This design comes from an exercise in tuning for small area, a short achievable clock period and few clock cycles per item on the open sky130 flow, not from production work. In this exercise RTL edits were held to simulation tests only and were not proved equivalent to the original.

## mxfp4_dot_lane
module mxfp4_dot_lane (
    input  wire         clk,
    input  wire         rst,         
    input  wire         in_valid,
    output wire         in_ready,
    input  wire         in_first,    
    input  wire         in_last,     
    input  wire [127:0] in_w,        
    input  wire [127:0] in_a,        
    input  wire [7:0]   in_wscale,   
    input  wire [7:0]   in_ascale,   
    input  wire         in_acc,      
    input  wire [31:0]  in_entry,    
    input  wire [2:0]   in_pint,     
    input  wire [1:0]   in_group,    
    output reg          out_valid,
    output reg  [31:0]  out_result
);
For scale: about 12000 cells after synthesis, about 350 I/O pins, about 73000 um^2 of cells after synthesis.
==> flow/config.mk <==
export PLATFORM = sky130hd
export DESIGN_NAME = mxfp4_dot_lane
export DESIGN_NICKNAME = mxfp4_dot_lane
export VERILOG_FILES = /design/flow/design.v
export SDC_FILE = /design/flow/constraint.sdc
export NUM_CORES = 4
export LEC_CHECK = 0
export ABC_AREA = 1
export CAP_MARGIN = 20
export CORE_MARGIN = 2
export CORE_UTILIZATION = 45
export SLEW_MARGIN = 20
==> flow/constraint.sdc <==
create_clock -name core_clock -period 36.0 [get_ports {clk}]
set_input_delay 7.2000 -clock core_clock [delete_from_list [all_inputs] [get_ports {clk}]]
set_output_delay 7.2000 -clock core_clock [all_outputs]
set_load 0.01 [all_outputs]
standard.sh (not shown) runs the stock make flow with config.mk's settings and CLKGATE_MAP_FILE= SYNTH_SCRIPT=/design/flow/synth_recipe.tcl, a recipe that flattens the netlist after the stock synthesis.
==> flow/flow/run.sh <==
#!/bin/bash
# The standard layout, with ORFS's timing repair asked to keep more setup
# slack than the default, so that it sizes and buffers the critical paths.
set -euo pipefail
bash standard.sh finish SETUP_SLACK_MARGIN=23 > flow_make.log 2>&1
Testbench counts at the start, summed over its fixed seeds: cycles 21,537, items 1,280.
Then changed:
--- a/flow/design.v
+++ b/flow/design.v
@@ -1,48 +1,21 @@
 module mx_group_sum (
     input  wire [127:0] w,
     input  wire [127:0] a,
     output wire [87:0]  g4
 );
     function automatic [7:0] pmag(input [2:0] x, input [2:0] y);
-        reg [1:0] mx, my;
+        reg [1:0] mx, my, sx, sy;
         reg [3:0] mp;
-        reg [2:0] sh;
         begin
-            mx = {x[2] | x[1], x[0]};
-            my = {y[2] | y[1], y[0]};
-            mp[0] = mx[0] & my[0];
-            mp[1] = (mx[1] & my[0]) ^ (mx[0] & my[1]);
-            mp[2] = mx[1] & my[1] & ~(mx[0] & my[0]);
-            mp[3] = mx[1] & my[1] & mx[0] & my[0];
-            case ({x[2:1], y[2:1]})
-                4'b1010:                   sh = 3'd2;
-                4'b1011, 4'b1110:          sh = 3'd3;
-                4'b1111:                   sh = 3'd4;
-                4'b1000, 4'b1001, 4'b0010, 4'b0110: sh = 3'd1;
-                4'b1100, 4'b1101, 4'b0011, 4'b0111: sh = 3'd2;
-                default:                   sh = 3'd0;
-            endcase
-            case (sh)
-                3'd0:    pmag = {4'd0, mp};
-                3'd1:    pmag = {3'd0, mp, 1'b0};
-                3'd2:    pmag = {2'd0, mp, 2'b0};
-                3'd3:    pmag = {1'd0, mp, 3'b0};
-                default: pmag = {mp, 4'b0};
-            endcase
-        end
-    endfunction
-    function automatic [10:0] rip11(input [10:0] x, input [10:0] y);
-        reg c;
-        integer b;
-        begin
-            c = 1'b0;
-            for (b = 0; b < 11; b = b + 1) begin
-                rip11[b] = x[b] ^ y[b] ^ c;
-                c = (x[b] & y[b]) | (x[b] & c) | (y[b] & c);
-            end
+            mx = (x[2:1] == 2'd0) ? {1'b0, x[0]} : {1'b1, x[0]};
+            my = (y[2:1] == 2'd0) ? {1'b0, y[0]} : {1'b1, y[0]};
+            sx = (x[2:1] == 2'd0) ? 2'd0 : x[2:1] - 2'd1;
+            sy = (y[2:1] == 2'd0) ? 2'd0 : y[2:1] - 2'd1;
+            mp = mx * my;
+            pmag = {4'd0, mp} << ({1'b0, sx} + {1'b0, sy});
         end
     endfunction
     genvar gi, k;
     generate
         for (gi = 0; gi < 8; gi = gi + 1) begin : g_sum4
             wire [8:0] u [0:3];
@@ -57,13 +30,13 @@
             wire [10:0] s1 = r0 ^ r1 ^ r2;
             wire [10:0] c1 = {(r0[9:0] & r1[9:0]) | (r0[9:0] & r2[9:0]) | (r1[9:0] & r2[9:0]), 1'b0};
             wire [10:0] s2 = s1 ^ c1 ^ r3;
             wire [10:0] c2 = {(s1[9:0] & c1[9:0]) | (s1[9:0] & r3[9:0]) | (c1[9:0] & r3[9:0]), 1'b0};
             wire [10:0] s3 = s2 ^ c2 ^ r4;
             wire [10:0] c3 = {(s2[9:0] & c2[9:0]) | (s2[9:0] & r4[9:0]) | (c2[9:0] & r4[9:0]), 1'b0};
-            wire [10:0] su = rip11(s3, c3);
+            wire [10:0] su = s3 + c3;
             assign g4[11*gi +: 11] = {~su[10], su[9:0]};
         end
     endgenerate
 endmodule
 module mx_fp_norm (
     input  wire signed [31:0] n,
@@ -312,33 +285,21 @@
     wire [31:0] hi_room = {n_eff[31], ~n_eff[30:0]};    
     wire [31:0] lo_room = {~n_eff[31], n_eff[30:0]};    
     wire [31:0] hi_gap  = hi_room >> dsh;
     wire [31:0] lo_gap  = lo_room >> dsh;
     wire [14:0] hg = (|hi_gap[31:15]) ? 15'h7FFF : hi_gap[14:0];
     wire [14:0] lg = (|lo_gap[31:15]) ? 15'h7FFF : lo_gap[14:0];
-    function automatic gt15(input [14:0] x, input [14:0] y);
-        reg g, e;
-        integer b;
-        begin
-            g = 1'b0;
-            e = 1'b1;
-            for (b = 14; b >= 0; b = b - 1) begin
-                g = g | (e & x[b] & ~y[b]);
-                e = e & ~(x[b] ^ y[b]);
-            end
-            gt15 = g;
-        end
-    endfunction
     reg  [7:0] ovf;
     reg  signed [14:0] qv;
     integer i;
     always @* begin
         for (i = 0; i < 8; i = i + 1) begin
             qv = m_sb ? ((i == 0) ? sd_q : 15'sd0) : p[i];
             ovf[i] = (m_sb ? (i == 0) : gmask[i]) &&
-                     (qv[14] ? ~gt15(lg, ~qv) : gt15(qv, hg));
+                     (($signed({qv[14], qv}) > $signed({1'b0, hg})) ||
+                      ($signed({qv[14], qv}) < -$signed({1'b0, lg})));
         end
     end
     wire any_ovf = |ovf;
     wire signed [14:0] q_last = (m_sb | m_f1) ? sd_q : p[7];
     wire signed [31:0] q_sh   = $signed({{17{q_last[14]}}, q_last}) <<< dsh;
     wire signed [31:0] n_new  = n_eff + q_sh;
Hold slack is better by 0.010 ns.
Die area rises by 3.4%.
Sequential share of layout area goes down by 0.22 points.
Register-to-register slack got worse by 0.34 ns.
Setup slack got worse by 0.22 ns.
Cell area increases by 2.0%.
Testbench counts after the change, summed over its fixed seeds: cycles 21,537, items 1,280.

==> re-timing with driven ports <==
Ports are ideal in the flow. The routed layouts listed here were re-timed in OpenROAD. Step 1 (the two cells are an assumption about what drives the block):
set clk [get_ports {clk}]
set_driving_cell -lib_cell sky130_fd_sc_hd__clkbuf_16 $clk
set_driving_cell -lib_cell sky130_fd_sc_hd__buf_2 [delete_from_list [all_inputs] $clk]
Step 2 times the ports against the registers' clock, not the clock port: input delays grow and output delays shrink by t, the midpoint of the rising clock arrivals with the driver on. Three values: ideal ports, drivers, drivers and shift; two values: the first two.
| run | shift t [ns] | slack for setup (ns) | worst slew at a driven data input, ns |
|---|---|---|---|
| the first run | 0.756 | 23.141 / 23.207 / 22.451 | 0.25 |
| the second run | 0.742 | 22.916 / 22.916 / 22.915 | 0.18 |
After both steps setup and hold are still met in every run listed. The setup slack of the first run, which loses most, moves by +0.066 ns with the drivers and by -0.690 ns with both steps.
